Source: an optimization exercise on an open RTL-to-GDS flow (aim: small area, a short achievable clock period and few clock cycles). Production flows keep margins and buffers that such runs may drop. RTL that was checked went through simulation tests only; none was proved equivalent to the original. Function not checked in run 1: the RTL went through the layout flow alone.

<file path="config.mk">
export PLATFORM = sky130hd
export DESIGN_NAME = sha256_engine
export DESIGN_NICKNAME = sha256_engine
export VERILOG_FILES = /design/flow/design.v
export SDC_FILE = /design/flow/constraint.sdc
export NUM_CORES = 4
export LEC_CHECK = 0
export CAP_MARGIN = 20
export CORE_MARGIN = 2
export CORE_UTILIZATION = 40
export PLACE_DENSITY = 0.6
export SETUP_SLACK_MARGIN = 5
export SLEW_MARGIN = 20
</file>
<file path="constraint.sdc">
create_clock -name core_clock -period 11.0 [get_ports {clk}]
set_input_delay 2.2000 -clock core_clock [delete_from_list [all_inputs] [get_ports {clk}]]
set_output_delay 2.2000 -clock core_clock [all_outputs]
set_load 0.01 [all_outputs]
</file>
<file path="design.v">
module sha256_engine (
    input  wire         clk,
    input  wire         rst,           
    input  wire         blk_valid,
    output wire         blk_ready,
    input  wire         blk_first,     
    input  wire [511:0] blk_data,      
    output reg          dig_valid,
    output wire [255:0] digest         
);
    localparam [31:0] IV0 = 32'h6A09E667, IV1 = 32'hBB67AE85, IV2 = 32'h3C6EF372, IV3 = 32'hA54FF53A,
                      IV4 = 32'h510E527F, IV5 = 32'h9B05688C, IV6 = 32'h1F83D9AB, IV7 = 32'h5BE0CD19;
    reg  [5:0]  t;
    reg  [31:0] k_nx;
    always @(*) begin
        case (t)
             0: k_nx = 32'h71374491;   1: k_nx = 32'hB5C0FBCF;   2: k_nx = 32'hE9B5DBA5;   3: k_nx = 32'h3956C25B;
             4: k_nx = 32'h59F111F1;   5: k_nx = 32'h923F82A4;   6: k_nx = 32'hAB1C5ED5;   7: k_nx = 32'hD807AA98;
             8: k_nx = 32'h12835B01;   9: k_nx = 32'h243185BE;  10: k_nx = 32'h550C7DC3;  11: k_nx = 32'h72BE5D74;
            12: k_nx = 32'h80DEB1FE;  13: k_nx = 32'h9BDC06A7;  14: k_nx = 32'hC19BF174;  15: k_nx = 32'hE49B69C1;
            16: k_nx = 32'hEFBE4786;  17: k_nx = 32'h0FC19DC6;  18: k_nx = 32'h240CA1CC;  19: k_nx = 32'h2DE92C6F;
            20: k_nx = 32'h4A7484AA;  21: k_nx = 32'h5CB0A9DC;  22: k_nx = 32'h76F988DA;  23: k_nx = 32'h983E5152;
            24: k_nx = 32'hA831C66D;  25: k_nx = 32'hB00327C8;  26: k_nx = 32'hBF597FC7;  27: k_nx = 32'hC6E00BF3;
            28: k_nx = 32'hD5A79147;  29: k_nx = 32'h06CA6351;  30: k_nx = 32'h14292967;  31: k_nx = 32'h27B70A85;
            32: k_nx = 32'h2E1B2138;  33: k_nx = 32'h4D2C6DFC;  34: k_nx = 32'h53380D13;  35: k_nx = 32'h650A7354;
            36: k_nx = 32'h766A0ABB;  37: k_nx = 32'h81C2C92E;  38: k_nx = 32'h92722C85;  39: k_nx = 32'hA2BFE8A1;
            40: k_nx = 32'hA81A664B;  41: k_nx = 32'hC24B8B70;  42: k_nx = 32'hC76C51A3;  43: k_nx = 32'hD192E819;
            44: k_nx = 32'hD6990624;  45: k_nx = 32'hF40E3585;  46: k_nx = 32'h106AA070;  47: k_nx = 32'h19A4C116;
            48: k_nx = 32'h1E376C08;  49: k_nx = 32'h2748774C;  50: k_nx = 32'h34B0BCB5;  51: k_nx = 32'h391C0CB3;
            52: k_nx = 32'h4ED8AA4A;  53: k_nx = 32'h5B9CCA4F;  54: k_nx = 32'h682E6FF3;  55: k_nx = 32'h748F82EE;
            56: k_nx = 32'h78A5636F;  57: k_nx = 32'h84C87814;  58: k_nx = 32'h8CC70208;  59: k_nx = 32'h90BEFFFA;
            60: k_nx = 32'hA4506CEB;  61: k_nx = 32'hBEF9A3F7;  62: k_nx = 32'hC67178F2;  63: k_nx = 32'h428A2F98;
            default: k_nx = 32'h00000000;
        endcase
    end
    function [31:0] rotr(input [31:0] x, input integer n);
        rotr = (x >> n) | (x << (32 - n));
    endfunction
    function [31:0] big_sigma0(input [31:0] x);
        big_sigma0 = rotr(x, 2) ^ rotr(x, 13) ^ rotr(x, 22);
    endfunction
    function [31:0] big_sigma1(input [31:0] x);
        big_sigma1 = rotr(x, 6) ^ rotr(x, 11) ^ rotr(x, 25);
    endfunction
    function [31:0] small_sigma0(input [31:0] x);
        small_sigma0 = rotr(x, 7) ^ rotr(x, 18) ^ (x >> 3);
    endfunction
    function [31:0] small_sigma1(input [31:0] x);
        small_sigma1 = rotr(x, 17) ^ rotr(x, 19) ^ (x >> 10);
    endfunction
    function [31:0] csa_s(input [31:0] x, input [31:0] y, input [31:0] z);
        csa_s = x ^ y ^ z;
    endfunction
    function [31:0] csa_c(input [31:0] x, input [31:0] y, input [31:0] z);
        csa_c = {((x[30:0] & y[30:0]) | (x[30:0] & z[30:0]) | (y[30:0] & z[30:0])), 1'b0};
    endfunction
    reg  idle, pre0, pre1, pre2, ld, run;
    reg  fin;         
    reg  go;          
    reg  init_iv;     
    reg  first_cur;   
    reg  h_iv;        
    reg  rot;         
    reg  ffg;         
    reg  use_sch;     
    reg  rdy;
    reg  [3:0] wsel;  
    reg  n_idle, n_pre0, n_pre1, n_pre2, n_ld, n_run, n_fin, n_go;
    reg  [5:0] n_t;
    always @(*) begin
        n_idle = 1'b0; n_pre0 = 1'b0; n_pre1 = 1'b0; n_pre2 = 1'b0; n_ld = 1'b0; n_run = 1'b0;
        n_fin = fin; n_go = go; n_t = t;
        if (idle) begin
            if (blk_valid) n_pre0 = 1'b1; else n_idle = 1'b1;
        end
        if (pre0) n_pre1 = 1'b1;
        if (pre1) n_pre2 = 1'b1;
        if (pre2) begin n_ld = 1'b1; n_fin = 1'b0; n_go = 1'b1; end
        if (ld) begin
            if (go) begin n_run = 1'b1; n_t = 6'd0; end
            else n_idle = 1'b1;
        end
        if (run) begin
            if (t == 6'd63) begin n_ld = 1'b1; n_fin = 1'b1; n_go = blk_valid; end
            else begin n_run = 1'b1; n_t = t + 6'd1; end
        end
    end
    wire n_fetch0 = n_pre2 || (n_run && n_t == 6'd63);
    assign blk_ready = rdy;
    reg  [31:0] a, b, c, d, e, f, g, x;
    reg  [31:0] w [0:15];
    reg  [31:0] hc [0:7];    
    genvar gi;
    generate
        for (gi = 0; gi < 8; gi = gi + 1) begin : g_dig
            assign digest[255 - 32*gi -: 32] = hc[gi];
        end
    endgenerate
    wire [31:0] s1  = big_sigma1(e);
    wire [31:0] ch  = (e & f) ^ (~e & g);
    wire [31:0] s0  = big_sigma0(a);
    wire [31:0] maj = (a & b) | (a & c) | (b & c);
    wire [31:0] a1s = csa_s(x, ch, maj),   a1c = csa_c(x, ch, maj);
    wire [31:0] a2s = csa_s(s0, s1, a1s),  a2c = csa_c(s0, s1, a1s);
    wire [31:0] a3s = csa_s(a2s, a2c, a1c), a3c = csa_c(a2s, a2c, a1c);
    wire [31:0] a_nxt = a3s + a3c;
    wire [31:0] e1s = csa_s(x, ch, d),     e1c = csa_c(x, ch, d);
    wire [31:0] e2s = csa_s(e1s, e1c, s1), e2c = csa_c(e1s, e1c, s1);
    wire [31:0] e_nxt = e2s + e2c;
    reg [31:0] iv_a, iv_e;
    always @(*) begin
        if (ld) begin
            iv_a = IV0; iv_e = IV4;
        end else begin
            case (t[1:0])
                2'd1:    begin iv_a = IV3; iv_e = IV7; end
                2'd2:    begin iv_a = IV2; iv_e = IV6; end
                default: begin iv_a = IV1; iv_e = IV5; end
            endcase
        end
    end
    wire        base_iv = first_cur && ffg;
    wire [31:0] base_a = base_iv ? iv_a : hc[3];
    wire [31:0] base_e = base_iv ? iv_e : hc[7];
    wire [31:0] sum_a  = base_a + (ffg ? a : 32'd0);
    wire [31:0] sum_e  = base_e + (ffg ? e : 32'd0);
    wire [31:0] w_blk = blk_data[511 - 32*wsel -: 32];
    wire [31:0] ws1s = csa_s(small_sigma1(w[14]), w[9], small_sigma0(w[1]));
    wire [31:0] ws1c = csa_c(small_sigma1(w[14]), w[9], small_sigma0(w[1]));
    wire [31:0] ws2s = csa_s(ws1s, ws1c, w[0]), ws2c = csa_c(ws1s, ws1c, w[0]);
    wire [31:0] w_sch = ws2s + ws2c;
    wire [31:0] w_in = use_sch ? w_sch : w_blk;
    wire [31:0] h_init = init_iv ? IV7 : hc[6];
    wire [31:0] x_h    = ld ? h_init : g;
    wire [31:0] x1s = csa_s(x_h, k_nx, w[15]), x1c = csa_c(x_h, k_nx, w[15]);
    wire [31:0] x_nxt = x1s + x1c;
    integer i;
    always @(posedge clk) begin
        x <= x_nxt;
        if (ld) begin
            a <= init_iv ? IV0 : sum_a;
            b <= init_iv ? IV1 : hc[0];
            c <= init_iv ? IV2 : hc[1];
            d <= init_iv ? IV3 : hc[2];
            e <= init_iv ? IV4 : sum_e;
            f <= init_iv ? IV5 : hc[4];
            g <= init_iv ? IV6 : hc[5];
        end else begin
            a <= a_nxt; b <= a; c <= b; d <= c;
            e <= e_nxt; f <= e; g <= f;
        end
        for (i = 0; i < 15; i = i + 1)
            w[i] <= w[i + 1];
        w[15] <= w_in;
        if (rot) begin
            hc[0] <= sum_a; hc[1] <= hc[0]; hc[2] <= hc[1]; hc[3] <= hc[2];
            hc[4] <= sum_e; hc[5] <= hc[4]; hc[6] <= hc[5]; hc[7] <= hc[6];
        end
        if (rst) begin
            idle <= 1'b1; pre0 <= 1'b0; pre1 <= 1'b0; pre2 <= 1'b0; ld <= 1'b0; run <= 1'b0;
            t         <= 6'd63;
            fin       <= 1'b0;
            go        <= 1'b0;
            h_iv      <= 1'b1;
            rot       <= 1'b0;
            rdy       <= 1'b0;
            dig_valid <= 1'b0;
        end else begin
            idle <= n_idle; pre0 <= n_pre0; pre1 <= n_pre1; pre2 <= n_pre2; ld <= n_ld; run <= n_run;
            t <= n_t; fin <= n_fin; go <= n_go;
            rot <= n_pre0 || n_pre1 || n_pre2 || n_ld
                   || (n_run && (n_t == 6'd61 || n_t == 6'd62 || n_t == 6'd63));
            rdy <= n_run && (n_t == 6'd13);
            dig_valid <= ld && fin;
            if (ld && fin) h_iv <= 1'b0;
        end
        ffg     <= n_run || (n_ld && n_fin);
        use_sch <= n_run && (n_t >= 6'd14) && (n_t != 6'd63);
        wsel    <= n_fetch0 ? 4'd0 : n_ld ? 4'd1 : n_t[3:0] + 4'd2;
        if (pre2 || (run && t == 6'd63)) init_iv <= blk_first || (h_iv && pre2);
        if (ld && go) first_cur <= init_iv;
    end
endmodule
</file>
<file path="run.sh">
#!/bin/bash
# synth_recipe.tcl (not shown) runs the flow's synth.tcl, then flattens the netlist and writes it again
# the make line also repeats each setting of config.mk as NAME=value (left out here)
make -C /OpenROAD-flow-scripts/flow DESIGN_CONFIG=/design/flow/config.mk WORK_HOME=/design/flow/orfs CLKGATE_MAP_FILE= SYNTH_SCRIPT=/design/flow/synth_recipe.tcl finish
</file>
==> results.json, run 1 <==
{
  "yosys_warnings": 3,
  "finalMaxSlewViolations": 0,
  "clock_path_buffers": 3,
  "maxCapViolCount": 0,
  "cts_tree": "done",
  "r2r_start": "ld$_SDFF_PP0_",
  "worstSetupPathType": "reg2reg",
  "status": "timing/DRC/antenna clean",
  "clock_skew_ns": 0.0702,
  "startpoint_type": "register",
  "initial_core_util_pct": 40.4,
  "reg2reg_to": "x[28]$_DFF_P_",
  "seq_area_frac_synth_pct": 45.0,
  "whs_path_depth": 0,
  "globalplace.congestion": 1.05,
  "rows": 134,
  "netlist_instances": 4938,
  "synth_area_leaders": "dfxtp_1, edfxtp_1, fa_1",
  "num-nets-final": 6582,
  "setup_viol": 0,
  "ant_nets": 0,
  "io_pins": 774,
  "r2r_setup_slack_ns": 5.39,
  "synth_seq_cells": 1082,
  "syn2layout_area_growth_pct": 24.7,
  "synthArstFlopShare_pct": 0,
  "grt_pass1_vias": 41135,
  "final_area_um2": 67300,
  "regArea_um2": 24300,
  "hold_class": "reg2reg",
  "period_share_pct": 51.0,
  "antenna_found_initial": 39,
  "die_y_um": 371,
  "rsz0062_at_grt": "no",
  "dieWidth_um": 371,
  "drc": 0,
  "rr_worst_depth": 16,
  "synthDistinctLibCells": 92,
  "cts_root_buf": "clkbuf_16",
  "clk_pin_slew_ns": 0.07,
  "synth_edf_count": 258,
  "fmax_mhz": 178,
  "wl_mm": 229,
  "dpl_cell_area_um2": 63400,
  "timing.setup.tns_ns": 0,
  "multiInputGateArea_um2": 27200,
  "final_hold_viol_count": 0,
  "drt_iter0_drc": 5422,
  "relSlewSlack_pct": 23.7,
  "cp-end-kind": "register",
  "grt.total_usage_pct": 32.7,
  "clock-sinks": 1082,
  "dp_hpwl_mm": 183,
  "syn_avg_cell_area_um2": 10.9,
  "vias_per_cell": 5.69,
  "hold_buffers": 0,
  "worst_slew_pin_slew_ns": 1.14,
  "fill_cells": 12044,
  "synth_area_um2": 53900,
  "core_um2": 134000,
  "portBuffers": 773,
  "htree_levels": 3,
  "cp.required_ns": 11.66,
  "wl_per_cell_um": 30.6,
  "dr.pass1.iters": 6,
  "grt_pass1_wl_mm": 317,
  "min_to": "w[10][17]$_DFF_P_",
  "die_area_um2": 138000,
  "synth_nets": 5914,
  "clock_latency_ns": 0.78,
  "drive_gt1_share_pct": 6.88,
  "crit_fanout": 59,
  "synth.top_cell.area_share_pct": 30.6,
  "holdCritStartpoint": "w[11][17]$_DFF_P_",
  "grt_max_degree": 155,
  "cts_buffers": 107,
  "ys.flop_type": "dfxtp_1",
  "hold-worst-slack_ns": 0.305,
  "cp.arrival_ns": 6.26,
  "synth_largest_area_cell": "dfxtp_1",
  "grt.overflow.total": 0,
  "num_vias": 42585,
  "min_period_ns": 5.61
}
## worst max path at each step
stage | start | endpoint | slack, ns | cells past startpoint
floorplan | a[2]$_DFF_P_ | a[24]$_DFF_P_ | 6.17 | 18
global placement | rst | k_nx[21]$_DFF_P_ | 4.87 | 12
detailed placement | rst | k_nx[21]$_DFF_P_ | 4.92 | 13
CTS | ld$_SDFF_PP0_ | x[23]$_DFF_P_ | 5.10 | 19
global route | ld$_SDFF_PP0_ | x[28]$_DFF_P_ | 5.05 | 16
finish | ld$_SDFF_PP0_ | x[28]$_DFF_P_ | 5.39 | 16
## sequential cells by signal, indices dropped and copies added, names as in the netlist, 4 cells and up
signal	flops
t	6
hc	256
a	32
w	512
e	32
d	32
c	32
k_nx	32
b	32
x	32
f	32
g	32
wsel	4
## layout by cell type, fill, tap and decap left out, types with 36 or more instances in the layout
cell type	synthesis	routed
dfxtp_1	824	819
clkdlybuf4s50_1	0	773
inv_1	404	401
xnor2_1	304	304
nand2_1	266	265
a21oi_1	265	262
edfxtp_1	258	258
fa_1	251	251
o21ai_0	228	228
nor2_1	223	221
ha_1	209	208
a21o_1	121	121
clkbuf_16	0	112
xor2_1	109	107
mux2i_1	101	101
mux4_2	96	96
o22a_1	94	94
o211ai_1	93	93
a22o_1	81	81
and2_1	79	79
buf_4	0	58
nor3_1	53	51
nand3_1	49	49
o21a_1	41	41
a31oi_1	37	37
a221oi_1	36	36
## worst max-delay path, cell delays in order, from the launching register on
cell       delay, ns
dfxtp_4         0.53
buf_6           0.40
inv_4           0.36
nor2_4          0.22
buf_6           0.46
a22oi_1         0.18
fa_1            0.53
inv_1           0.04
ha_1            0.38
a2111oi_0       0.45
o21ai_0         0.26
nand4_1         0.17
a31oi_1         0.17
o31a_1          0.34
a221o_1         0.37
o41ai_1         0.32
xnor2_1         0.16
## cells by family (layout without fill, tap and decap cells)
logic type	after synthesis	count (layout)	share of synthesized area, %
AND/OR/NAND/NOR	823	823	7.14
XOR/XNOR	413	413	6.71
multiplexers	199	199	5.93
other	0	10	0
adder cells (fa/ha/maj)	461	461	14.2
flip-flops	1082	1082	45.0
buffers and inverters	683	1446	4.83
AO/OA/AOI/OAI	1277	1277	16.3
## through the flow
stage	utilization, %	cells	setup WS [ns]
4_1_cts	50.3	7468	5.10
2_1_floorplan	-	4938	6.17
3_5_place_dp	47.4	7264	4.92
5_1_grt	50.3	7471	5.05
3_3_place_gp	47.4	7264	4.87
6_report	50.3	7479	5.39
## per-layer routing
layer	part of all wire, %	track usage, %
met5	0.029	0
met4	2.2	6.92
met3	11	9.19
met2	41	46.3
met1	46	49.1
## cell type report
cell class | instances | share of cell area (%)
timing repair buffer | 835 | 12.2
clock inverter | 69 | 1.20
antenna | 10 | 0.0372
tap | 1768 | 3.29
clock buffer | 135 | 4.47
multi-input combinational | 3173 | 40.4
inverter | 407 | 2.28
sequential | 1082 | 36.1
## what timing repair did
action / in CTS / in global routing
gates resized for setup: 1 / 2
setup buffers: 0 / 0
setup endpoints to repair: 2 / 7
## synth_stat cells (all sizes together) (9+ instances only)
master / n
a211o: 9
a211oi: 27
a21boi: 13
a21o: 121
a21oi: 265
a221o: 10
a221oi: 36
a22o: 81
a22oi: 25
a311oi: 16
a31oi: 38
and2: 79
and3: 25
buf: 55
clkbuf: 221
dfxtp: 824
edfxtp: 258
fa: 251
ha: 209
inv: 406
mux2i: 101
mux4: 96
nand2: 267
nand2b: 30
nand3: 50
nand4: 13
nor2: 223
nor2b: 30
nor3: 53
o2111ai: 10
o211ai: 93
o21a: 41
o21ai: 243
o21bai: 20
o221ai: 11
o22a: 94
o22ai: 31
o311ai: 10
o31ai: 20
or3: 15
xnor2: 304
xor2: 109
==> run 2: changes to the inputs <==
--- a/design.v
+++ b/design.v
@@ -130,9 +130,9 @@
     wire [31:0] ws2s = csa_s(ws1s, ws1c, w[0]), ws2c = csa_c(ws1s, ws1c, w[0]);
     wire [31:0] w_sch = ws2s + ws2c;
     wire [31:0] w_in = use_sch ? w_sch : w_blk;
-    wire [31:0] h_init = init_iv ? IV7 : hc[6];
-    wire [31:0] x_h    = ld ? h_init : g;
-    wire [31:0] x1s = csa_s(x_h, k_nx, w[15]), x1c = csa_c(x_h, k_nx, w[15]);
+    wire        fetch0  = pre2 || (run && t == 6'd63);
+    wire        init_nx = blk_first || (h_iv && pre2);
+    wire [31:0] x1s = csa_s(g, k_nx, w[15]), x1c = csa_c(g, k_nx, w[15]);
     wire [31:0] x_nxt = x1s + x1c;
     integer i;
     always @(posedge clk) begin
@@ -147,7 +147,8 @@
             g <= init_iv ? IV6 : hc[5];
         end else begin
             a <= a_nxt; b <= a; c <= b; d <= c;
-            e <= e_nxt; f <= e; g <= f;
+            e <= e_nxt; f <= e;
+            g <= fetch0 ? (init_nx ? IV7 : hc[5]) : f;
         end
         for (i = 0; i < 15; i = i + 1)
             w[i] <= w[i + 1];
@@ -177,7 +178,7 @@
         ffg     <= n_run || (n_ld && n_fin);
         use_sch <= n_run && (n_t >= 6'd14) && (n_t != 6'd63);
         wsel    <= n_fetch0 ? 4'd0 : n_ld ? 4'd1 : n_t[3:0] + 4'd2;
-        if (pre2 || (run && t == 6'd63)) init_iv <= blk_first || (h_iv && pre2);
+        if (fetch0) init_iv <= init_nx;
         if (ld && go) first_cur <= init_iv;
     end
 endmodule
==> flow/run.sh (new file) <==
#!/bin/bash
set -euo pipefail
export SETUP_SLACK_MARGIN=7
bash standard.sh > standard_flow.log 2>&1
==> standard.sh (new file) <==
#!/bin/bash
# synth_recipe.tcl (not shown) runs the flow's synth.tcl, then flattens the netlist and writes it again
# the make line also repeats each setting of config.mk as NAME=value (left out here)
make -C /OpenROAD-flow-scripts/flow DESIGN_CONFIG=/design/flow/config.mk WORK_HOME=/design/flow/orfs CLKGATE_MAP_FILE= SYNTH_SCRIPT=/design/flow/synth_recipe.tcl "${@:-finish}"
--- a/config.mk
+++ b/config.mk
@@ -9,5 +9,4 @@
 export CORE_MARGIN = 2
 export CORE_UTILIZATION = 40
 export PLACE_DENSITY = 0.6
-export SETUP_SLACK_MARGIN = 5
 export SLEW_MARGIN = 20
removed: run.sh
==> run 2 against run 1 <==
Still clean; wire length is 4.2% higher; register-to-register slack better by 0.83 ns; clock-buffer cell count is 8 higher; sequential share of layout area is 1.4 points lower; maximum frequency is 17% higher; global-route usage is 1.6 points higher; worst setup slack better by 0.83 ns; synthesized area is 1.9% lower; final cell count is 1.0% lower; utilization is 3.4 points higher; non-clock buffer count is 213 higher; critical endpoint is now a[25]$_DFF_P_; largest cell class unchanged; highest routed layer unchanged.
==> results.json, run 2 <==
{
  "reg2reg_to": "a[25]$_DFF_P_",
  "cts_root_buf": "clkbuf_16",
  "clk_pin_slew_ns": 0.06,
  "core_um2": 131000,
  "netlist_instances": 4647,
  "yosysMostFrequentCell": "dfxtp_1",
  "r2r_start": "a[21]$_DFF_P_",
  "syn2layout_area_growth_pct": 33.6,
  "largest_reg_flops": 512,
  "synthDistinctLibCells": 94,
  "vias_per_cell": 5.67,
  "drive_gt1_share_pct": 18.7,
  "synth_edf_count": 258,
  "num-nets-final": 6521,
  "whs_path_depth": 0,
  "crit_fanout": 7,
  "grt.overflow.total": 0,
  "clock_latency_ns": 0.79,
  "die_y_um": 368,
  "synth.top_cell.area_share_pct": 31.2,
  "min_period_ns": 4.78,
  "synth_common_cells": "dfxtp_1, xnor2_1, inv_1",
  "rsz0062_at_grt": "yes",
  "syn_avg_cell_area_um2": 11.4,
  "clock-sinks": 1082,
  "synth_largest_area_cell": "dfxtp_1",
  "finalMaxSlewViolations": 0,
  "final_util_pct": 53.8,
  "rr_worst_depth": 17,
  "largest_register": "w",
  "rows": 133,
  "regArea_um2": 24500,
  "top_regs": "w (512), hc (256)",
  "synth_area_um2": 52900,
  "holdCritStartpoint": "w[10][0]$_DFF_P_",
  "grt.total_usage_pct": 34.2,
  "synth_nets": 5623,
  "wl_mm": 238,
  "final_cell_mix": "dfxtp_1, clkdlybuf4s50_1, inv_1",
  "clock_path_buffers": 3,
  "grt_pass1_wl_mm": 325,
  "drc": 0,
  "maxCapViolCount": 0,
  "initial_core_util_pct": 40.2,
  "worstSetupPathType": "reg2reg",
  "yosys_warnings": 3,
  "cts_buffers": 106,
  "seq_area_frac_synth_pct": 45.8,
  "multiInputGateArea_um2": 28900,
  "die_area_um2": 135000,
  "timing.setup.tns_ns": 0,
  "synth_seq_cells": 1082,
  "final_common_cell": "dfxtp_1",
  "hold_class": "reg2reg",
  "drt_iter0_drc": 4564,
  "clock_skew_ns": 0.0905,
  "dieWidth_um": 368,
  "fmax_mhz": 209,
  "relSlewSlack_pct": 25.1,
  "synthArstFlopShare_pct": 0,
  "hold_buffers": 0,
  "grt_max_degree": 73,
  "wl_per_cell_um": 32.2,
  "htree_levels": 3,
  "period_share_pct": 43.4,
  "cts_tree": "done",
  "setup_viol": 0,
  "globalplace.congestion": 0.948,
  "grt_pass1_vias": 40590,
  "min_to": "w[9][0]$_DFF_P_",
  "cp.arrival_ns": 5.37,
  "status": "timing/DRC/antenna clean",
  "cp-end-kind": "register",
  "num_vias": 42009,
  "io_pins": 774,
  "worst_slew_pin_slew_ns": 1.12,
  "antenna_found_initial": 31,
  "fill_cells": 11426,
  "r2r_setup_slack_ns": 6.22,
  "ys.flop_type": "dfxtp_1",
  "portBuffers": 773,
  "dpl_cell_area_um2": 62600,
  "cp.required_ns": 11.60,
  "ant_nets": 0,
  "synth_area_leaders": "dfxtp_1, edfxtp_1, fa_1",
  "dp_hpwl_mm": 182,
  "final_area_um2": 70700,
  "final_hold_viol_count": 0,
  "startpoint_type": "register",
  "dr.pass1.iters": 5
}
[run 2: cell types whose count changed after synthesis, moves of 31 or more]
cell,change
a21o_1,+32
inv_1,-105
mux2i_1,-31
mux4_2,+33
nor2_1,-45
o211ai_1,-71
[run 2: what timing repair did]
| action | CTS | global route |
|---|---|---|
| resized for setup | 474 | 212 |
| pin swaps | 117 | 113 |
| buffers inserted | 155 | 53 |
| gates cloned | 3 | 4 |
| setup endpoints to repair | 265 | 110 |
[run 2: layout make-up]
| class | count | area share (%) |
|---|---|---|
| multi-input combinational | 3004 | 40.8 |
| timing repair buffer | 1048 | 14.4 |
| sequential | 1082 | 34.7 |
| antenna | 10 | 0.0354 |
| clock buffer | 143 | 4.40 |
| inverter | 303 | 1.65 |
| clock inverter | 58 | 0.887 |
| tap | 1755 | 3.11 |
[run 2: logic make-up after synthesis]
kind of cell	share of synthesized area (%)
XOR/XNOR	7.08
multiplexers	6.84
buffers and inverters	4.10
flip-flops	45.8
adder cells (fa/ha/maj)	14.5
AO/OA/AOI/OAI	15.3
AND/OR/NAND/NOR	6.42
[run 2: critical path, stage by stage, from the launching register on]
cell	delay, ns
dfxtp_1	0.47
xnor2_1	0.64
xnor2_1	0.24
fa_1	0.48
fa_1	0.55
ha_4	0.24
a21oi_4	0.18
o211ai_1	0.21
nand2_1	0.18
a2bb2oi_4	0.28
buf_6	0.15
buf_6	0.09
o211ai_1	0.10
a21o_1	0.22
a21o_1	0.19
a21oi_2	0.14
xor2_1	0.17
a21oi_1	0.08
[run 2: worst max path at each step]
stage / from / endpoint / slack (ns)
finish: a[21]$_DFF_P_ / a[25]$_DFF_P_ / 6.22
global route: e[3]$_DFF_P_ / a[25]$_DFF_P_ / 6.09
CTS: e[3]$_DFF_P_ / a[29]$_DFF_P_ / 6.33
detailed placement: rst / k_nx[3]$_DFF_P_ / 4.44
global placement: rst / k_nx[3]$_DFF_P_ / 4.46
floorplan: e[2]$_DFF_P_ / a[24]$_DFF_P_ / 6.82
[run 2: layer usage]
metal | part of all wire, % | global-route usage, % | vias to the layer above
li1 | - | - | 18260
met1 | 47 | 53.7 | 21558
met2 | 42 | 48.6 | 1947
met3 | 9.1 | 7.01 | 238
met4 | 1.7 | 5.86 | 6
met5 | 0.019 | 0 | -
[run 2: through the flow]
stage	hold slack, ns	worst slack (ns)	std cells
floorplan	0.310	6.82	4647
detailed placement	0.312	4.44	6977
global placement	0.310	4.46	6977
finish	0.262	6.22	7403
global route	0.262	6.09	7395
CTS	0.256	6.33	7336
Testbench counts of run 2, summed over its fixed seeds: cycles 12,528.
==> run 3: changes to the inputs <==
==> flow/run.sh (replaced) <==
#!/bin/bash
set -euo pipefail
export SETUP_SLACK_MARGIN=6
bash standard.sh > standard_flow.log 2>&1
==> run 3 against run 2 <==
Critical path depth unchanged; critical path type unchanged; non-clock buffer count decreased by 202; clock-buffer cell count decreased by 6; synthesized cell count unchanged; register-to-register slack got worse by 0.20 ns; critical endpoint is now a[31]$_DFF_P_; hold slack improved by 0.051 ns.
==> results.json, run 3 <==
{
  "synth_top_family_by_area": "compound AO/OA/AOI/OAI gates",
  "clock-sinks": 1082,
  "vias_per_cell": 5.62,
  "timing.final.ws_setup_ns": 6.03,
  "synth_seq_cells": 1082,
  "synth_edf_count": 258,
  "yosys_warnings": 3,
  "synth_area_um2": 52900,
  "cts_root_buf": "clkbuf_16",
  "num-nets-final": 6318,
  "clock_path_buffers": 3,
  "largest_reg_flops": 512,
  "synth.top_cell.area_share_pct": 31.2,
  "fill_cells": 11743,
  "period_share_pct": 45.2,
  "fmax_mhz": 201,
  "num_vias": 40429,
  "synth_xor_area_share_pct": 7.08,
  "maxCapViolCount": 0,
  "wl_mm": 222,
  "preCtsSetupSlack_ns": 4.65,
  "muxShareOfSynthArea_pct": 6.84,
  "synth_fa_ha_area_share_pct": 14.5,
  "io_pins": 774,
  "cts_buffers": 105,
  "largest_register": "w",
  "synth_nets": 5623,
  "cp.arrival_ns": 5.57,
  "ant_nets": 0,
  "syn2layout_area_growth_pct": 25.6,
  "final_hold_viol_count": 0,
  "dp_hpwl_mm": 177,
  "die_y_um": 368,
  "min_period_ns": 4.97,
  "synth_compound_area_share_pct": 15.3,
  "grt_pass1_vias": 38934,
  "top_regs": "w (512), hc (256)",
  "drc": 0,
  "drive_gt1_share_pct": 9.35,
  "dr.pass1.iters": 5,
  "critPathBufInv": 1,
  "rsz0062_at_grt": "yes",
  "startpoint_type": "register",
  "seq_area_frac_synth_pct": 45.8,
  "setup_viol": 0,
  "syn_avg_cell_area_um2": 11.4,
  "cpLargestDelayFamily": "compound AO/OA/AOI/OAI gates",
  "htree_levels": 3,
  "wl_per_cell_um": 30.8,
  "synth_largest_area_cell": "dfxtp_1",
  "initial_core_util_pct": 40.2,
  "synth_area_leaders": "dfxtp_1, edfxtp_1, fa_1",
  "core_um2": 131000,
  "grt.total_usage_pct": 32.2,
  "globalplace.congestion": 0.945,
  "final_common_cell": "dfxtp_1",
  "hold_class": "reg2reg",
  "worstSetupPathType": "reg2reg",
  "cts_tree": "done",
  "portBuffers": 773,
  "synthArstFlopShare_pct": 0,
  "synth_common_cells": "dfxtp_1, xnor2_1, inv_1",
  "synthDistinctLibCells": 94,
  "final_cell_mix": "dfxtp_1, clkdlybuf4s50_1, xnor2_1",
  "drt_iter0_drc": 4217,
  "crit_fanout": 6,
  "yosysMostFrequentCell": "dfxtp_1",
  "dieWidth_um": 368,
  "relSlewSlack_pct": 24.6,
  "timing.setup.tns_ns": 0,
  "critPathMostFrequentCell": "a21o_1",
  "crit_path_max_incr_delay_ns": 0.57,
  "critical_path.cell_chain": "a21o_1, o21ai_0, fa_1, inv_1, fa_1, fa_1, ha_1, a21o_1, a21o_1, a21o_1, o21ai_0, o21ai_2, a311o_1, a211oi_2, nor2_1, a311oi_1, o2bb2ai_1",
  "grt_max_degree": 144,
  "status": "timing/DRC/antenna clean",
  "worst_slew_pin_slew_ns": 1.12,
  "grt.overflow.total": 0,
  "synth-simple-area-share_pct": 6.42,
  "clock_skew_ns": 0.0467,
  "finalMaxSlewViolations": 0,
  "cp-end-kind": "register",
  "die_area_um2": 135000,
  "critPathSlowestCell": "fa_1",
  "hold_buffers": 0,
  "cp.required_ns": 11.60,
  "clk_pin_slew_ns": 0.06,
  "antenna_found_initial": 30,
  "ys.flop_type": "dfxtp_1",
  "clock_latency_ns": 0.74,
  "rows": 133,
  "grt_pass1_wl_mm": 308,
  "netlist_instances": 4647
}
## run 3: final cells by class
cell class                 instances  area, µm²  area share, %
multi-input combinational       3004      26800           40.4
clock buffer                     137       2900           4.37
sequential                      1082      24300           36.6
tap                             1755       2200           3.30
timing repair buffer             846       8310           12.5
antenna                            7       17.5         0.0264
inverter                         303       1150           1.73
clock inverter                    59        742           1.12
## run 3: cell families after synthesis
logic type / Yosys count
AO/OA/AOI/OAI: 1189
XOR/XNOR: 428
multiplexers: 200
buffers and inverters: 561
AND/OR/NAND/NOR: 726
flip-flops: 1082
adder cells (fa/ha/maj): 461
## run 3: what timing repair did
item	in CTS	in global routing
setup buffers	4	7
setup endpoints to repair	57	41
gates resized for setup	40	49
pin swaps	1	7
## run 3: per-stage QoR
step           cell area (µm²)  utilization [%]  hold slack [ns]  std cells
2_1_floorplan            52900                -            0.310       4647
3_3_place_gp             62400             47.5            0.310       6979
3_5_place_dp             62400             47.5            0.312       6979
4_1_cts                  66200             50.4            0.306       7179
5_1_grt                  66400             50.5            0.316       7186
6_report                 66500             50.6            0.312       7193
## run 3: worst paths after layout
kind                         start               end  slack [ns]  depth (start not counted)
setup / recovery     a[18]$_DFF_P_     a[31]$_DFF_P_        6.03                         17
hold / removal    w[5][12]$_DFF_P_  w[4][12]$_DFF_P_        0.31                          0
setup reg to reg     a[18]$_DFF_P_     a[31]$_DFF_P_        6.03                         17
hold reg to reg   w[5][12]$_DFF_P_  w[4][12]$_DFF_P_        0.31                          0
## run 3: routing by layer
layer  vias up  routed length [µm]  track usage, %
li1      17840                   -               -
met1     20534              105000            49.8
met2      1835               92600            46.2
met3       208               21100            7.63
met4        12                3450            4.90
met5         -                  88               0
==> run 4: changes to the inputs <==
--- a/config.mk
+++ b/config.mk
@@ -7,6 +7,6 @@
 export LEC_CHECK = 0
 export CAP_MARGIN = 20
 export CORE_MARGIN = 2
-export CORE_UTILIZATION = 40
-export PLACE_DENSITY = 0.6
+export CORE_UTILIZATION = 60
+export PLACE_DENSITY = 0.72
 export SLEW_MARGIN = 20
==> run 4 against run 3 <==
Flip-flop and latch count is the same; final cell count shrank 7.9%; critical path type unchanged; hold slack lost 0.018 ns; critical path depth is the same; sequential share of layout area grew 0.24 points; maximum frequency shrank 2.8%; non-clock buffer count grew 6.
==> results.json, run 4 <==
{
  "status": "timing/DRC/antenna clean",
  "dpl_cell_area_um2": 61600,
  "startpoint_type": "register",
  "largest_register": "w",
  "final_cell_mix": "dfxtp_1, clkdlybuf4s50_1, xnor2_1",
  "cp-end-kind": "register",
  "r2r_setup_slack_ns": 5.88,
  "relSlewSlack_pct": 7.48,
  "grt_use_met3_pct": 20.9,
  "drt_iter0_drc": 7046,
  "r2r_start": "w[1][3]$_DFF_P_",
  "syn_avg_cell_area_um2": 11.4,
  "final_hold_viol_count": 0,
  "num-nets-final": 6322,
  "synth_seq_cells": 1082,
  "rows": 108,
  "rr_worst_depth": 17,
  "grt.overflow.total": 0,
  "drc": 0,
  "setup_viol": 0,
  "grt.total_usage_pct": 48.9,
  "rsz0062_at_grt": "yes",
  "critical_path.cell_chain": "xnor2_1, fa_1, fa_1, ha_1, inv_1, fa_1, nand2b_2, a21oi_4, o21bai_2, a21oi_2, nor4_4, o31ai_2, buf_4, a32oi_1, o211ai_1, xnor2_1, mux2i_1",
  "drive_gt1_share_pct": 10.3,
  "final_common_cell": "dfxtp_1",
  "clock-sinks": 1082,
  "num_vias": 44147,
  "cp.arrival_ns": 5.63,
  "synth.top_cell.area_share_pct": 31.2,
  "dieWidth_um": 301,
  "syn2layout_area_growth_pct": 25.0,
  "synth_common_cells": "dfxtp_1, xnor2_1, inv_1",
  "portBuffers": 773,
  "io_pins": 774,
  "fill_cells": 5529,
  "clock_skew_ns": 0.0674,
  "grt_max_degree": 76,
  "grt_use_met2_pct": 68.5,
  "grt_pass1_wl_mm": 312,
  "yosys_warnings": 3,
  "cts_root_buf": "clkbuf_16",
  "cp.required_ns": 11.52,
  "globalplace.congestion": 1.06,
  "critPathBufInv": 2,
  "reg2reg_to": "w[15][31]$_DFF_P_",
  "whs_path_depth": 0,
  "dp_cells": 6371,
  "timing.setup.tns_ns": 0,
  "maxCapViolCount": 0,
  "cpLargestDelayFamily": "adder cells",
  "die_area_um2": 90600,
  "dp_hpwl_mm": 169,
  "synth_largest_area_cell": "dfxtp_1",
  "cts_tree": "done",
  "worstSetupPathType": "reg2reg",
  "ant_nets": 0,
  "initial_core_util_pct": 60.8,
  "netlist_instances": 4647,
  "die_y_um": 301,
  "core_um2": 87000,
  "top_regs": "w (512), hc (256)",
  "synthArstFlopShare_pct": 0,
  "grt-busiest-layer": "met2",
  "finalMaxSlewViolations": 0,
  "final_area_um2": 66200,
  "synth_nets": 5623,
  "wl_mm": 227,
  "period_share_pct": 46.5,
  "clock_path_buffers": 3,
  "fmax_mhz": 195,
  "hold_class": "reg2reg",
  "cts_buffers": 103,
  "antenna_found_initial": 52,
  "holdCritStartpoint": "w[4][11]$_DFF_P_",
  "synth_edf_count": 258,
  "crit_path_max_incr_delay_ns": 0.65,
  "min_period_ns": 5.12,
  "wl_per_cell_um": 34.2,
  "critPathMostFrequentCell": "fa_1",
  "largest_reg_flops": 512,
  "min_to": "w[3][11]$_DFF_P_",
  "dr.pass1.iters": 8,
  "clock_latency_ns": 0.73,
  "critPathSlowestCell": "dfxtp_1",
  "worst_slew_pin_slew_ns": 1.37,
  "finalNonFillerCells": 6628,
  "met1_usage_pct": 61.0,
  "seq_area_frac_synth_pct": 45.8,
  "ys.flop_type": "dfxtp_1",
  "synth_area_um2": 52900,
  "vias_per_cell": 6.66,
  "synth_area_leaders": "dfxtp_1, edfxtp_1, fa_1",
  "crit_fanout": 4,
  "clk_pin_slew_ns": 0.07,
  "htree_levels": 3,
  "yosysMostFrequentCell": "dfxtp_1",
  "grt_pass1_vias": 42849,
  "synthDistinctLibCells": 94
}
run 4: cell counts after synthesis:
Identical to the previous run, type by type.
run 4: what timing repair did:
action,CTS,global route
buffers inserted,10,12
endpoints found under the setup margin,65,53
endpoints found under the hold margin,0,0
gates resized for setup,51,99
hold buffers,0,0
pin swaps,7,20
run 4: cell families after synthesis:
group,Yosys count,share of synthesized area (%)
compound gates,1189,15.3
xor+xnor,428,7.08
fa+ha+maj,461,14.5
buf+inv,561,4.10
flops,1082,45.8
mux,200,6.84
simple gates,726,6.42
run 4: final cells by class:
| type | count | area, µm² | area share, % |
|---|---|---|---|
| diodes | 37 | 92.6 | 0.140 |
| clock buffers | 150 | 3150 | 4.77 |
| clock inverters | 45 | 651 | 0.983 |
| inverters | 303 | 1150 | 1.75 |
| multi-input cells | 3004 | 27000 | 40.7 |
| flip-flops and latches | 1082 | 24300 | 36.8 |
| well taps | 1155 | 1450 | 2.18 |
| repair buffers | 852 | 8370 | 12.6 |
run 4: stage by stage:
step	hold WS, ns	setup WS (ns)	utilization, %
floorplan	0.310	6.35	-
global placement	0.310	4.38	70.7
detailed placement	0.312	4.40	70.7
CTS	0.285	6.00	75.4
global route	0.304	5.84	76.0
finish	0.295	5.88	76.0
run 4: worst reg2reg max path, delay by kind of cell, from the launching register on:
kind / cells / cell delay (ns)
simple gates: 2 / 0.33
xor+xnor: 2 / 0.43
mux: 1 / 0.19
compound gates: 6 / 1.37
flops: 1 / 0.65
buf+inv: 2 / 0.27
fa+ha+maj: 4 / 1.68
run 4: worst max-delay path by stage:
stage,startpoint,endpoint,slack (ns),cells after the start
2_1_floorplan,a[3]$_DFF_P_,a[31]$_DFF_P_,6.35,20
3_3_place_gp,rst,k_nx[13]$_DFF_P_,4.38,11
3_5_place_dp,rst,k_nx[13]$_DFF_P_,4.40,11
4_1_cts,w[14][10]$_DFF_P_,w[15][31]$_DFF_P_,6.00,18
5_1_grt,w[1][19]$_DFF_P_,w[15][31]$_DFF_P_,5.84,18
6_report,w[1][3]$_DFF_P_,w[15][31]$_DFF_P_,5.88,17
run 4: per-layer routing:
metal	wire [µm]	up-vias
met2	92800	3808
met3	35500	918
met1	78100	21519
li1	-	17872
met5	198	-
met4	20300	30
==> run 5: changes to the inputs <==
--- a/config.mk
+++ b/config.mk
@@ -8,5 +8,6 @@
 export CAP_MARGIN = 20
 export CORE_MARGIN = 2
 export CORE_UTILIZATION = 60
+export CTS_BUF_LIST = sky130_fd_sc_hd__clkbuf_8
 export PLACE_DENSITY = 0.72
 export SLEW_MARGIN = 20
==> run 5 against run 4 <==
Synthesized area is the same; sequential share of layout area grew 0.20 points; non-clock buffer count shrank 12; wire length shrank 2.2%; clock skew grew 0.0099 ns; critical path depth shrank 5; global-route usage shrank 0.43 points; first-iteration DRC count shrank 6.2%; register-to-register slack gained 0.13 ns; largest cell class unchanged.
==> results.json, run 5 <==
{
  "num_vias": 43698,
  "synth_area_leaders": "dfxtp_1, edfxtp_1, fa_1",
  "finalMaxSlewViolations": 0,
  "crit_fanout": 41,
  "min_period_ns": 4.99,
  "critPathSlowestCell": "ha_2",
  "grt_max_degree": 76,
  "reg2reg_to": "a[30]$_DFF_P_",
  "final_hold_viol_count": 0,
  "initial_core_util_pct": 60.8,
  "die_area_um2": 90600,
  "final_cell_mix": "dfxtp_1, clkdlybuf4s50_1, inv_1",
  "io_pins": 774,
  "relSlewSlack_pct": 8.20,
  "cp.required_ns": 11.75,
  "antenna_found_initial": 47,
  "vias_per_cell": 6.49,
  "period_share_pct": 45.4,
  "hold_class": "reg2reg",
  "drive_gt1_share_pct": 10.9,
  "final_common_cell": "dfxtp_1",
  "grt_pass1_vias": 42874,
  "setup.worst_path.start": "rst",
  "wl_per_cell_um": 33.0,
  "ys.flop_type": "dfxtp_1",
  "largest_register": "w",
  "globalplace.congestion": 1.06,
  "synth_nets": 5623,
  "dr.pass1.iters": 8,
  "syn_avg_cell_area_um2": 11.4,
  "synth_largest_area_cell": "dfxtp_1",
  "critical_path.cell_chain": "clkdlybuf4s50_1, buf_6, clkinvlp_4, buf_4, nand2_2, inv_1, ha_2, nand2_1, a21oi_1, a211o_1, o311ai_0, a31oi_1",
  "final_util_pct": 75.5,
  "cts_tree": "done",
  "fmax_mhz": 200,
  "ant_nets": 0,
  "clock_skew_ns": 0.0773,
  "yosysMostFrequentCell": "dfxtp_1",
  "dieWidth_um": 301,
  "crit_path_max_incr_delay_ns": 0.58,
  "netlist_instances": 4647,
  "clock_latency_ns": 0.88,
  "cp.arrival_ns": 5.74,
  "synth_common_cells": "dfxtp_1, xnor2_1, inv_1",
  "final_area_um2": 65700,
  "synth_seq_cells": 1082,
  "worst_slew_pin_slew_ns": 1.36,
  "r2r_setup_slack_ns": 6.01,
  "rsz0062_at_grt": "no",
  "r2r_start": "e[27]$_DFF_P_",
  "die_y_um": 301,
  "crit_path_end": "k_nx[13]$_DFF_P_",
  "startpoint_type": "primary input",
  "syn2layout_area_growth_pct": 24.2,
  "synth.top_cell.area_share_pct": 31.2,
  "synthDistinctLibCells": 94,
  "synth_area_um2": 52900,
  "htree_levels": 4,
  "drt_iter0_drc": 6608,
  "seq_area_frac_synth_pct": 45.8,
  "clock-sinks": 1082,
  "dpl_cell_area_um2": 61600,
  "grt.overflow.total": 0,
  "critPathBufInv": 5,
  "largest_reg_flops": 512,
  "synth_edf_count": 258,
  "status": "timing/DRC/antenna clean",
  "timing.setup.tns_ns": 0,
  "synthArstFlopShare_pct": 0,
  "cp-end-kind": "register",
  "worstSetupPathType": "in2reg",
  "top_regs": "w (512), hc (256)",
  "cp.depth": 12,
  "grt.total_usage_pct": 48.4,
  "drc": 0,
  "setup_viol": 0,
  "num-nets-final": 6373,
  "grt_pass1_wl_mm": 308,
  "cts_root_buf": "clkbuf_8",
  "portBuffers": 773,
  "cts_buffers": 166,
  "rows": 108,
  "maxCapViolCount": 0,
  "yosys_warnings": 3,
  "core_um2": 87000,
  "rr_worst_depth": 16,
  "clock_path_buffers": 3,
  "wl_mm": 222,
  "dp_hpwl_mm": 169,
  "clk_pin_slew_ns": 0.06,
  "cpLargestDelayFamily": "buffers and inverters"
}
[run 5: cell families after synthesis]
family	share of synthesized area [%]
AO/OA/AOI/OAI	15.3
AND/OR/NAND/NOR	6.42
buffers and inverters	4.10
flip-flops	45.8
adder cells (fa/ha/maj)	14.5
multiplexers	6.84
XOR/XNOR	7.08
[run 5: worst reg2reg max path, delay by kind of cell, from the launching register on]
| kind | cells | cell delay (ns) |
|---|---|---|
| fa+ha+maj | 4 | 1.54 |
| simple gates | 1 | 0.08 |
| compound gates | 8 | 1.74 |
| xor+xnor | 3 | 0.84 |
| flops | 1 | 0.69 |
[run 5: how the worst min path moves through the flow]
stage                      from               end  slack [ns]  depth (start not counted)
5_1_grt        w[3][15]$_DFF_P_  w[2][15]$_DFF_P_        0.27                          0
3_3_place_gp   w[6][29]$_DFF_P_  w[5][29]$_DFF_P_        0.31                          0
3_5_place_dp   w[10][3]$_DFF_P_   w[9][3]$_DFF_P_        0.31                          0
6_report       w[4][11]$_DFF_P_  w[3][11]$_DFF_P_        0.25                          0
2_1_floorplan  w[11][0]$_DFF_P_  w[10][0]$_DFF_P_        0.31                          0
4_1_cts        w[3][15]$_DFF_P_  w[2][15]$_DFF_P_        0.26                          0
[run 5: cell type report]
type / instances / area [µm²]
timing repair buffer: 840 / 8260
sequential: 1082 / 24300
clock inverter: 96 / 782
tap: 1155 / 1450
clock buffer: 207 / 2850
inverter: 303 / 1150
antenna: 42 / 105
fill: 5636 / 21300
multi-input combinational: 3004 / 26800
[run 5: repair_timing]
action                     in CTS  in global routing
pin swaps                       3                 12
setup buffers                  11                  2
hold buffers                    0                  0
resized for setup              45                 62
setup endpoints to repair      65                 55
[run 5: per-layer routing]
layer	vias up	global-route usage, %	wire (µm)
li1	18034	-	-
met1	21312	60.8	78100
met2	3580	68.2	91800
met3	750	20.5	34000
met4	22	31.7	17600
met5	-	1.43	402
[run 5: metrics by stage]
step / setup slack [ns] / cells / hold WS (ns)
detailed placement: 4.40 / 6371 / 0.312
floorplan: 6.35 / 4647 / 0.310
finish: 6.01 / 6729 / 0.254
global placement: 4.38 / 6370 / 0.310
global route: 5.94 / 6714 / 0.268
CTS: 6.00 / 6685 / 0.257

-- afterwards: timing with drivers on the ports --
In the flow no input, the clock included, has a driving cell. The finished layouts below were timed again as built, in two steps. Step 1, drivers: a clkbuf_16 drives clk and a buf_2 each remaining input, both assumed. Step 2 times the ports against the registers' clock, not the clock port: input delays grow and output delays shrink by t, the midpoint of the rising clock arrivals with the driver on. Three values: ideal, step 1, step 2; two values: the first two.
run | t (ns) | slack for setup (ns) | hold slack, ns | worst setup path at the end | clock arrival spread, ns
run 1 | 0.820 | 5.393 / 5.393 / 4.784 | 0.305 / 0.305 / 0.305 | input to register | 0.071 / 0.070
run 2 | 0.826 | 6.224 / 6.224 / 6.224 | 0.262 / 0.262 / 0.262 | register to register | 0.092 / 0.092
run 3 | 0.790 | 6.029 / 6.029 / 5.500 | 0.312 / 0.312 / 0.312 | input to register | 0.053 / 0.052
run 4 | 0.770 | 5.885 / 5.885 / 5.300 | 0.295 / 0.295 / 0.295 | input to register | 0.069 / 0.069
run 5 | 0.916 | 6.011 / 6.013 / 5.146 | 0.254 / 0.254 / 0.254 | input to register | 0.081 / 0.081
After both steps setup and hold are still met in every run listed. The setup slack of run 5, which loses most, moves by +0.002 ns with the drivers and by -0.865 ns with both steps.
